Source: an optimization exercise on an open RTL-to-GDS flow (aim: small area and few clock cycles per item). Production flows keep margins and buffers that such runs may drop.
No functional check of the RTL was part of this run.
Power is estimated from default activity; no workload was simulated.

==> flow/design.v <==
module je_core (
    input  wire        clk,
    input  wire        rst,         
    input  wire        in_valid,
    output wire        in_ready,
    input  wire [39:0] in_instr,    
    input  wire [9:0]  in_smp,      
    output reg         res_valid,
    output reg  [29:0] res_val,
    output reg  [4:0]  res_flags    
);
    localparam OP_NOP  = 6'h00, OP_END  = 6'h01, OP_LDW  = 6'h02, OP_STW  = 6'h03,
               OP_LDI  = 6'h04, OP_MOV  = 6'h05, OP_ADD  = 6'h06, OP_SUB  = 6'h07,
               OP_ADDS = 6'h08, OP_SUBS = 6'h09, OP_AND  = 6'h0A, OP_OR   = 6'h0B,
               OP_XOR  = 6'h0C, OP_SHL  = 6'h0D, OP_SHR  = 6'h0E, OP_ASR  = 6'h0F,
               OP_CMP  = 6'h10, OP_MIN  = 6'h11, OP_MAX  = 6'h12, OP_SEL  = 6'h13,
               OP_MUL  = 6'h14, OP_MAC  = 6'h15, OP_ACLR = 6'h16, OP_ASHR = 6'h17,
               OP_AST  = 6'h18;
    localparam K_V = 4'h0, K_W = 4'h1, K_A = 4'h2, K_SMP = 4'h3;
    reg [159:0] v_q;      
    reg [119:0] a_q;      
    reg [639:0] w_q;      
    reg         fz_q, fn_q, fc_q, fv_q, fsat_q;
    reg         ph_q;     
    reg  [9:0]  wt_q;     
    wire [9:0] s0 = in_instr[9:0];
    wire [9:0] s1 = in_instr[19:10];
    wire [9:0] s2 = in_instr[29:20];
    wire [9:0] s3 = in_instr[39:30];
    wire [5:0] op = s0[9:4];
    wire       imm = s0[3];
    wire [2:0] m = s0[2:0];
    wire is_ldw  = (op == OP_LDW);
    wire is_stw  = (op == OP_STW);
    wire is_mac  = (op == OP_MAC);
    wire binop   = (op >= OP_ADD) && (op <= OP_MAC);    
    wire [9:0] qs  = is_stw ? s1 : s3;
    wire [3:0] k2  = s2[9:6];
    wire [3:0] kq  = qs[9:6];
    wire need2 = binop && !imm && (k2 == K_W) && (s3[9:6] == K_W);
    assign in_ready = !(need2 && !ph_q);
    wire go = in_valid && in_ready;
    wire [9:0]  v_p  = v_q[s2[3:0]*10 +: 10];
    wire [9:0]  v_qq = v_q[qs[3:0]*10 +: 10];
    wire [29:0] a_p  = a_q[s2[3:2]*30 +: 30];
    wire [29:0] a_qq = a_q[qs[3:2]*30 +: 30];
    wire [29:0] acc_d = a_q[s1[3:2]*30 +: 30];
    wire [29:0] acc_s = a_p;
    function [9:0] lane;
        input [29:0] a;
        input [1:0]  l;
        lane = (l == 2'd0) ? a[9:0] : (l == 2'd1) ? a[19:10] : a[29:20];
    endfunction
    function [12:0] radd12;           
        input [11:0] u, v;
        input        ci;
        reg c; integer k;
        begin
            c = ci;
            for (k = 0; k < 12; k = k + 1) begin
                radd12[k] = u[k] ^ v[k] ^ c;
                c = (u[k] & v[k]) | (c & (u[k] ^ v[k]));
            end
            radd12[12] = c;
        end
    endfunction
    function [30:0] radd30;           
        input [29:0] u, v;
        input        ci;
        reg c; integer k;
        begin
            c = ci;
            for (k = 0; k < 30; k = k + 1) begin
                radd30[k] = u[k] ^ v[k] ^ c;
                c = (u[k] & v[k]) | (c & (u[k] ^ v[k]));
            end
            radd30[30] = c;
        end
    endfunction
    function [29:0] rinc30;           
        input [29:0] u;
        input        ci;
        reg c; integer k;
        begin
            c = ci;
            for (k = 0; k < 30; k = k + 1) begin
                rinc30[k] = u[k] ^ c;
                c = u[k] & c;
            end
        end
    endfunction
    wire [5:0] idx   = (k2 == K_V) ? v_p[5:0] : 6'd0;
    wire [12:0] waddr_t = radd12({6'd0, idx}, {6'd0, s3[5:0]}, 1'b0);
    wire [5:0]  waddr   = waddr_t[5:0];
    wire       q_w   = (kq == K_W) && !imm;
    wire [5:0] wra   = is_ldw ? waddr :
                       (q_w && !(need2 && !ph_q)) ? qs[5:0] : s2[5:0];
    wire [9:0] w_rd  = w_q[wra*10 +: 10];
    reg [9:0] opa, qv;
    always @(*) begin
        case (k2)
            K_V:     opa = v_p;
            K_W:     opa = ph_q ? wt_q : w_rd;
            K_A:     opa = lane(a_p, s2[1:0]);
            K_SMP:   opa = in_smp;
            default: opa = 10'd0;
        endcase
        case (kq)
            K_V:     qv = v_qq;
            K_W:     qv = w_rd;
            K_A:     qv = lane(a_qq, qs[1:0]);
            K_SMP:   qv = in_smp;
            default: qv = 10'd0;
        endcase
    end
    wire [9:0] opb  = imm ? s3 : qv;
    wire [9:0] src1 = qv;
    reg cond_true;
    always @(*) begin
        case (s1[9:6])
            4'h0: cond_true = 1'b1;
            4'h1: cond_true = fz_q;
            4'h2: cond_true = !fz_q;
            4'h3: cond_true = fc_q;
            4'h4: cond_true = !fc_q;
            4'h5: cond_true = fn_q;
            4'h6: cond_true = !fn_q;
            4'h7: cond_true = fv_q;
            4'h8: cond_true = !fv_q;
            4'h9: cond_true = fc_q && !fz_q;
            4'hA: cond_true = !fc_q || fz_q;
            4'hB: cond_true = (fn_q == fv_q);
            4'hC: cond_true = (fn_q != fv_q);
            4'hD: cond_true = !fz_q && (fn_q == fv_q);
            4'hE: cond_true = fz_q || (fn_q != fv_q);
            default: cond_true = fsat_q;
        endcase
    end
    wire        u_mod = m[0];
    wire        satop = (op == OP_ADDS) || (op == OP_SUBS);
    wire        mmop  = (op == OP_MIN) || (op == OP_MAX);
    wire        sx    = (satop || mmop) && !u_mod;           
    wire        sub   = (op == OP_SUB) || (op == OP_CMP) || (op == OP_SUBS) || mmop;
    wire [11:0] ea    = {{2{sx & opa[9]}}, opa};
    wire [11:0] eb    = {{2{sx & opb[9]}}, opb} ^ {12{sub}};
    wire [12:0] t_c   = radd12(ea, eb, sub);
    wire [11:0] t     = t_c[11:0];
    wire [9:0]  r10   = t[9:0];
    wire        lt    = t[11];                                
    reg  [9:0]  sat_r;
    reg         sat_v;
    always @(*) begin
        if (u_mod) begin
            if (t[11])          begin sat_r = 10'd0;    sat_v = 1'b1; end
            else if (t[10])     begin sat_r = 10'h3FF;  sat_v = 1'b1; end
            else                begin sat_r = r10;      sat_v = 1'b0; end
        end else begin
            if (t[11] && !(t[10] && t[9]))      begin sat_r = 10'h200; sat_v = 1'b1; end
            else if (!t[11] && (t[10] || t[9])) begin sat_r = 10'h1FF; sat_v = 1'b1; end
            else                                begin sat_r = r10;     sat_v = 1'b0; end
        end
    end
    wire        is_shl = (op == OP_SHL);
    wire        is_asr = (op == OP_ASR);
    wire [9:0]  a_rev  = {opa[0], opa[1], opa[2], opa[3], opa[4], opa[5], opa[6], opa[7], opa[8], opa[9]};
    wire [9:0]  sh_in  = is_shl ? a_rev : opa;
    wire        sh_fill = is_asr & opa[9];
    wire [3:0]  sh_n   = (|opb[9:4]) ? 4'd15 : opb[3:0];
    wire [25:0] sh_ext = {{15{sh_fill}}, sh_in, 1'b0};
    wire [10:0] sh_y   = sh_ext[sh_n +: 11];
    wire [9:0]  sh_yr  = sh_y[10:1];
    wire [9:0]  sh_r   = is_shl ? {sh_yr[0], sh_yr[1], sh_yr[2], sh_yr[3], sh_yr[4], sh_yr[5], sh_yr[6], sh_yr[7], sh_yr[8], sh_yr[9]} : sh_yr;
    wire        sh_c   = sh_y[0];
    wire [1:0]  mode = m[1:0];
    wire        msa  = (mode != 2'b01) & opa[9];
    wire        msb  = (mode == 2'b00) & opb[9];
    wire [10:0] mx = {msa, opa};
    wire [10:0] my = {msb, opb};
    reg  [21:0] prod;
    reg  [10:0] pp_row;
    reg  [12:0] pp_sum;
    integer pi, pj;
    always @(*) begin
        for (pj = 0; pj < 11; pj = pj + 1) pp_row[pj] = mx[0] & my[pj];
        pp_row[10] = ~pp_row[10];
        prod = {10'd0, 1'b1, pp_row};
        for (pi = 1; pi < 11; pi = pi + 1) begin
            for (pj = 0; pj < 11; pj = pj + 1) pp_row[pj] = mx[pi] & my[pj];
            if (pi == 10) pp_row[9:0] = ~pp_row[9:0];
            else          pp_row[10]  = ~pp_row[10];
            pp_sum = radd12({1'b0, prod[pi +: 11]}, {1'b0, pp_row}, 1'b0);
            prod[pi +: 12] = pp_sum[11:0];
        end
        prod[21] = ~prod[21];
    end
    wire [29:0] prod30 = {{8{prod[21]}}, prod};
    wire [30:0] mac_c  = radd30(acc_d, prod30, 1'b0);
    wire        mac_ov = (acc_d[29] == prod[21]) && (mac_c[29] != acc_d[29]);
    wire        mac_hi = mac_ov && !acc_d[29];
    wire        mac_lo = mac_ov && acc_d[29];
    wire [29:0] mac_t  = mac_c[29:0];
    wire [29:0] mac_r  = mac_hi ? 30'h1FFFFFFF : mac_lo ? 30'h20000000 : mac_t[29:0];
    wire [4:0]  ashr_k = ((|opb[9:5]) || (opb[4:0] > 5'd28)) ? 5'd29 : opb[4:0];
    wire [60:0] ashr_e = {{30{acc_d[29]}}, acc_d, 1'b0};
    wire [30:0] ashr_s = ashr_e[ashr_k +: 31];
    wire [29:0] ashr_r = rinc30(ashr_s[30:1], m[0] & ashr_s[0]);
    reg  [9:0]  ast_r;
    reg         ast_v;
    always @(*) begin
        if (u_mod) begin
            if (acc_s[29])                         begin ast_r = 10'd0;      ast_v = 1'b1; end
            else if (acc_s[28:10] != 19'd0)        begin ast_r = 10'd1023;   ast_v = 1'b1; end
            else                                   begin ast_r = acc_s[9:0]; ast_v = 1'b0; end
        end else begin
            if (acc_s[29] && !(&acc_s[28:9]))      begin ast_r = 10'h200;    ast_v = 1'b1; end
            else if (!acc_s[29] && (|acc_s[28:9])) begin ast_r = 10'h1FF;    ast_v = 1'b1; end
            else                                   begin ast_r = acc_s[9:0]; ast_v = 1'b0; end
        end
    end
    wire [29:0] ldi_r = u_mod ? {10'd0, s2, s3} : {{10{s2[9]}}, s2, s3};
    reg        wr_v, wr_a, wr_w, end_visit;
    reg [9:0]  word_r;
    reg [29:0] acc_r;
    reg        nz_w, nz_a;
    reg        c_wr, v_wr;
    reg        c_new, v_new;
    reg        sat_or;
    always @(*) begin
        wr_v = 1'b0; wr_a = 1'b0; wr_w = 1'b0; end_visit = 1'b0;
        word_r = 10'd0; acc_r = 30'd0;
        nz_w = 1'b0; nz_a = 1'b0;
        c_wr = 1'b0; v_wr = 1'b0; c_new = 1'b0; v_new = 1'b0;
        sat_or = 1'b0;
        case (op)
            OP_END:  end_visit = 1'b1;
            OP_LDW:  begin wr_v = 1'b1; word_r = w_rd; nz_w = 1'b1; end
            OP_STW:  begin wr_w = 1'b1; word_r = src1; end
            OP_LDI:  begin wr_a = 1'b1; acc_r = ldi_r; end
            OP_MOV:  begin wr_v = 1'b1; word_r = opb; nz_w = 1'b1; end
            OP_ADD:  begin
                wr_v = 1'b1; word_r = r10; nz_w = 1'b1;
                c_wr = 1'b1; c_new = t[10];
                v_wr = 1'b1; v_new = (opa[9] == opb[9]) && (r10[9] != opa[9]);
            end
            OP_SUB, OP_CMP: begin
                wr_v = (op == OP_SUB); word_r = r10; nz_w = 1'b1;
                c_wr = 1'b1; c_new = !lt;
                v_wr = 1'b1; v_new = (opa[9] != opb[9]) && (r10[9] != opa[9]);
            end
            OP_ADDS, OP_SUBS: begin
                wr_v = 1'b1; word_r = sat_r; nz_w = 1'b1;
                c_wr = 1'b1; v_wr = 1'b1; v_new = sat_v; sat_or = 1'b1;
            end
            OP_AND:  begin wr_v = 1'b1; word_r = opa & opb; nz_w = 1'b1; c_wr = 1'b1; v_wr = 1'b1; end
            OP_OR:   begin wr_v = 1'b1; word_r = opa | opb; nz_w = 1'b1; c_wr = 1'b1; v_wr = 1'b1; end
            OP_XOR:  begin wr_v = 1'b1; word_r = opa ^ opb; nz_w = 1'b1; c_wr = 1'b1; v_wr = 1'b1; end
            OP_SHL, OP_SHR, OP_ASR: begin
                wr_v = 1'b1; word_r = sh_r; nz_w = 1'b1; c_wr = 1'b1; c_new = sh_c; v_wr = 1'b1;
            end
            OP_MIN:  begin wr_v = 1'b1; word_r = lt ? opa : opb; nz_w = 1'b1; c_wr = 1'b1; v_wr = 1'b1; end
            OP_MAX:  begin wr_v = 1'b1; word_r = lt ? opb : opa; nz_w = 1'b1; c_wr = 1'b1; v_wr = 1'b1; end
            OP_SEL:  begin wr_v = 1'b1; word_r = cond_true ? opa : opb; end
            OP_MUL:  begin wr_a = 1'b1; acc_r = prod30; nz_a = 1'b1; end
            OP_MAC:  begin
                wr_a = 1'b1; acc_r = mac_r; nz_a = 1'b1;
                v_wr = 1'b1; v_new = mac_hi || mac_lo; sat_or = 1'b1;
            end
            OP_ACLR: begin wr_a = 1'b1; acc_r = 30'd0; end
            OP_ASHR: begin wr_a = 1'b1; acc_r = ashr_r; nz_a = 1'b1; end
            OP_AST:  begin
                wr_v = 1'b1; word_r = ast_r; nz_w = 1'b1;
                v_wr = 1'b1; v_new = ast_v; sat_or = 1'b1;
            end
            default: ;
        endcase
    end
    wire fz_n   = end_visit ? 1'b0 : nz_w ? (word_r == 10'd0) : nz_a ? (acc_r == 30'd0) : fz_q;
    wire fn_n   = end_visit ? 1'b0 : nz_w ? word_r[9] : nz_a ? acc_r[29] : fn_q;
    wire fc_n   = end_visit ? 1'b0 : c_wr ? c_new : fc_q;
    wire fv_n   = end_visit ? 1'b0 : v_wr ? v_new : fv_q;
    wire fsat_n = end_visit ? 1'b0 : fsat_q | (sat_or & v_new);
    wire        clr_va = rst || (go && end_visit);
    wire [9:0]  vdat   = clr_va ? 10'd0 : word_r;
    wire [29:0] adat   = clr_va ? 30'd0 : acc_r;
    wire [9:0]  wdat   = rst ? 10'd0 : word_r;
    genvar gi;
    generate
        for (gi = 0; gi < 16; gi = gi + 1) begin : g_v
            always @(posedge clk)
                if (clr_va || (go && wr_v && s1[3:0] == gi))
                    v_q[gi*10 +: 10] <= vdat;
        end
        for (gi = 0; gi < 4; gi = gi + 1) begin : g_a
            always @(posedge clk)
                if (clr_va || (go && wr_a && s1[3:2] == gi))
                    a_q[gi*30 +: 30] <= adat;
        end
        for (gi = 0; gi < 64; gi = gi + 1) begin : g_w
            always @(posedge clk)
                if (rst || (go && wr_w && waddr == gi))
                    w_q[gi*10 +: 10] <= wdat;
        end
    endgenerate
    always @(posedge clk) begin
        if (rst) begin
            fz_q   <= 1'b0;
            fn_q   <= 1'b0;
            fc_q   <= 1'b0;
            fv_q   <= 1'b0;
            fsat_q <= 1'b0;
        end else if (go) begin
            fz_q   <= fz_n;
            fn_q   <= fn_n;
            fc_q   <= fc_n;
            fv_q   <= fv_n;
            fsat_q <= fsat_n;
        end
    end
    always @(posedge clk) begin
        if (rst) ph_q <= 1'b0;
        else     ph_q <= in_valid && need2 && !ph_q;
        wt_q <= w_rd;
    end
    always @(posedge clk) begin
        res_valid <= !rst && go;
        res_val   <= wr_a ? acc_r : (wr_v || wr_w) ? {20'd0, word_r} : 30'd0;
        res_flags <= {fsat_n, fv_n, fc_n, fn_n, fz_n};
    end
endmodule
==> flow/run.sh <==
#!/bin/bash
# synth_recipe.tcl (not shown) runs the flow's synth.tcl, then flattens the netlist and writes it again
# the make line also repeats each setting of config.mk as NAME=value (left out here)
make -C /OpenROAD-flow-scripts/flow DESIGN_CONFIG=/design/flow/config.mk WORK_HOME=/design/flow/orfs CLKGATE_MAP_FILE= SYNTH_SCRIPT=/design/flow/synth_recipe.tcl finish
==> flow/config.mk <==
export PLATFORM = sky130hd
export DESIGN_NAME = je_core
export DESIGN_NICKNAME = je_core
export VERILOG_FILES = /design/flow/design.v
export SDC_FILE = /design/flow/constraint.sdc
export NUM_CORES = 4
export LEC_CHECK = 0
export CAP_MARGIN = 20
export CORE_MARGIN = 2
export CORE_UTILIZATION = 40
export SLEW_MARGIN = 20
==> flow/constraint.sdc <==
create_clock -name core_clock -period 20.0 [get_ports {clk}]
set_input_delay 4.0000 -clock core_clock [delete_from_list [all_inputs] [get_ports {clk}]]
set_output_delay 4.0000 -clock core_clock [all_outputs]
set_load 0.01 [all_outputs]
==> summary.txt <==
==> how the worst min path moves through the flow <==
stage          slack [ns]                   to           startpoint
2_1_floorplan        0.46  fsat_q$_SDFFE_PP0P_  fsat_q$_SDFFE_PP0P_
3_3_place_gp         0.51  fsat_q$_SDFFE_PP0P_  fsat_q$_SDFFE_PP0P_
3_5_place_dp         0.54  fsat_q$_SDFFE_PP0P_  fsat_q$_SDFFE_PP0P_
4_1_cts              0.56  fsat_q$_SDFFE_PP0P_  fsat_q$_SDFFE_PP0P_
5_1_grt              0.57  fsat_q$_SDFFE_PP0P_  fsat_q$_SDFFE_PP0P_
6_report             0.56  fsat_q$_SDFFE_PP0P_  fsat_q$_SDFFE_PP0P_
==> metal layers <==
metal	vias up	wire (um)	GRT usage (%)
li1	16900	-	-
met1	20300	78900	40.4
met2	2287	88900	44.9
met3	430	19400	6.11
met4	6	9910	13.2
met5	-	41	0
==> registers in the layout, indices dropped and copies added (netlist names), 5 cells and up <==
name       flops
res_flags      5
a_q          120
w_q          640
wt_q          10
res_val       30
v_q          160
==> kinds of logic (layout without fill, tap and decap cells) <==
| group | Yosys count | count (layout) | share of synthesized area, % |
|---|---|---|---|
| compound gates | 770 | 770 | 10.4 |
| other cells | 0 | 6 | 0 |
| buf+inv | 443 | 1188 | 3.55 |
| xor+xnor | 17 | 17 | 0.301 |
| mux | 353 | 353 | 12.4 |
| flops | 972 | 972 | 55.1 |
| fa+ha+maj | 203 | 203 | 6.92 |
| simple gates | 1321 | 1321 | 11.3 |
==> through the flow <==
step	setup slack [ns]	power (mW)	cells	utilization, %	TNS, ns
after CTS	-4.67	5.45	6527	49.5	-598.71
after floorplan	-4.99	2.97	4079	-	-653.73
after global routing	-5.29	5.67	6567	50.2	-687.60
after detailed placement	-6.10	3.46	6321	46.4	-825.53
after global placement	-5.80	3.47	6320	46.4	-790.39
final	-4.88	5.50	6572	50.2	-624.36
==> worst max-delay path, delay by kind of cell <==
family / cells / cell delay, ns
buffers and inverters: 15 / 1.24
muxes: 2 / 1.06
adders and majority gates: 43 / 15.77
and+or+nand+nor: 12 / 2.33
AOI/OAI and AO/OA: 7 / 1.10
==> cell usage after synthesis, types with 20 or more instances <==
| cell type | instances | area, sq um |
|---|---|---|
| o21ai_0 | 157 | 786 |
| fa_1 | 141 | 2820 |
| nor3_1 | 36 | 180 |
| edfxtp_1 | 920 | 27600 |
| ha_1 | 62 | 776 |
| nand2_1 | 701 | 2630 |
| nand3_1 | 125 | 626 |
| a21oi_1 | 131 | 656 |
| mux2_2 | 26 | 293 |
| buf_1 | 24 | 90.1 |
| buf_2 | 55 | 275 |
| a211oi_1 | 82 | 616 |
| mux4_2 | 230 | 5180 |
| and3_1 | 87 | 544 |
| nor2_1 | 229 | 860 |
| a22oi_1 | 29 | 218 |
| inv_1 | 151 | 567 |
| buf_4 | 20 | 150 |
| a31oi_1 | 31 | 194 |
| clkbuf_1 | 177 | 664 |
| dfxtp_1 | 52 | 1040 |
| a222oi_1 | 21 | 210 |
| mux2i_1 | 97 | 971 |
| a311oi_1 | 48 | 420 |
| nand4_1 | 38 | 238 |
| a221oi_1 | 29 | 254 |
| o211ai_1 | 28 | 210 |
==> where the power goes <==
group          internal (mW)  switching [mW]  total (mW)
registers               2.36          0.0416        2.40
logic                  0.444           0.681        1.12
clock network           1.13           0.842        1.97
==> final cells by class <==
type / instances / area (sq um) / share of cell area (%)
antenna: 6 / 15.0 / 0.0231
clock inverter: 69 / 805 / 1.24
clock buffer: 124 / 2690 / 4.14
inverter: 162 / 609 / 0.939
sequential: 972 / 28700 / 44.2
timing repair buffer: 833 / 7030 / 10.8
tap: 1742 / 2180 / 3.36
multi-input combinational: 2664 / 22900 / 35.3
==> what timing repair did <==
item                       4_1_cts  5_1_grt
hold buffers                     0        0
gates resized for setup        140      155
setup buffers                   15       46
pin swaps                       29       57
setup endpoints to repair      158      158
gates cloned                     1        1
==> summary.txt <==
crit-path max FO=7; crit path DAT=25.55 ns; Die Wd=roughly 360 um; clock sinks=between 900 and 1000; Final setup viols=158; Cell Pwr Density=84.7 mW/mm^2; grt total ovfl=0; Final Max Tran Viols=0; ratio of final minimum period to clock period=124%; Final ANT Viol Nets=0; RSZ-0062 raised after global routing=yes; crit path to=fz_q$_SDFFE_PP0P_; WL per Instance=~30 um; Worst Hold Class=reg2reg; measured slew at the worst slew-check pin=1.20 ns; total CTS buffers=about 100; largest net degree at the start of global routing=74; P_leak=roughly 24 nW; clock buffer depth=3; most frequent cells in the layout=edfxtp_1 (920), nand2_1 (660), buf_4 (660), mux4_2 (230), nor2_1 (199); commonest non-fill, non-tap cell in the layout=edfxtp_1; detailed placement HPWL=around 140 mm; global-route wire length before repair=279 mm; DIE AREA=roughly 0.13 sq mm; io pins=90; Clock Latency Late Sink=0.77 ns; dominant synthesized flop cell=edfxtp_1; fillers=roughly 11000; fmax=about 40 MHz; clk root buf=clkbuf_16; Vias/cell=6.07; Post-synth EDFFs=just over 900; FP Rows=~130; crit-path most repeated cell=fa_2; syn avg cell area=12.7 sq um; Core Area=between 0.1 and 0.15 sq mm; slew margin rel.=between 10% and 20%; wirelength, routed=slightly below 200 mm; RR Startpoint=v_q[150]$_DFFE_PP_; syn nets=approximately 4300; crit start category=input pin; sequential element share of the synthesized area=a little under three fifths; R2R depth=78; slowest cell delay on critical path=between 0.6 and 0.7 ns; Post-route DRC=0; CTS tree=built; hold path depth=2; clk slew on worst S/H paths=~0.07 ns; Async S/R FF share, synth=0%; Blocking Checks=setup timing; Worst setup EP type=register; Yosys Warn Count=1; WHS=around 0.56 ns; initial antenna violation count=4; register-to-register setup slack=-1.93 ns; share of layout cells above drive strength 1=a little under a third; CP max-delay cell=or4_4; P&R area growth vs syn=24.9%; CP Class=in2reg; FF+latch count, synth=just under 1000; Setup Skew=roughly 0.065 ns; drt first-iter violations=between 5000 and 6000; post-synth cell types=95; worst setup path startpoint=in_instr[20]; PortBufs=88; max-capacitance violation count=0; vias in the first global route=between 30000 and 40000; fin nets=about 5000; total number of H-tree levels=3; mapped cell area=~0.052 sq mm; gr usage total=roughly 29%; worst r2r dst=fz_q$_SDFFE_PP0P_; final setup margin=-4.88 ns; status=failed layout checks; Mapped Cells=approximately 4100; Initial Util=between 40% and 50%; maximum VDD drop=0.0870 mV; DP Area=0.0600 sq mm; design area=between 0.06 and 0.07 sq mm; DRT Pass-1 Iters=9; via count=39900; post-layout min period=approximately 25 ns; Req. time, crit path=approximately 21 ns; die boundary height=364 um; Placer Congestion=approximately 0.99; Hold Vio Cnt, Final=0

-- static timing again, ports no longer ideal --
No port has a modelled driver above. Below, the same layout with a new extraction and two added sets of constraints. Step 1 sets driving cells, clkbuf_16 on the clock port and buf_2 on the other inputs (assumed; they add their load-dependent delay and slew). Step 2 also shifts input and output timing later by t, the mid clock arrival at the registers, as if the neighbouring blocks saw the same clock. a / b / c = ideal / step 1 / step 2; a / b = the first two.
t, ns: 0.817
setup WS [ns]: -4.880 / -4.891 / -5.707
clock arrival spread, ns: 0.065 / 0.065
pins driven straight from the clock port: 1
For this run, drivers alone change the setup slack by -0.011 ns; drivers and shift together by -0.827 ns.
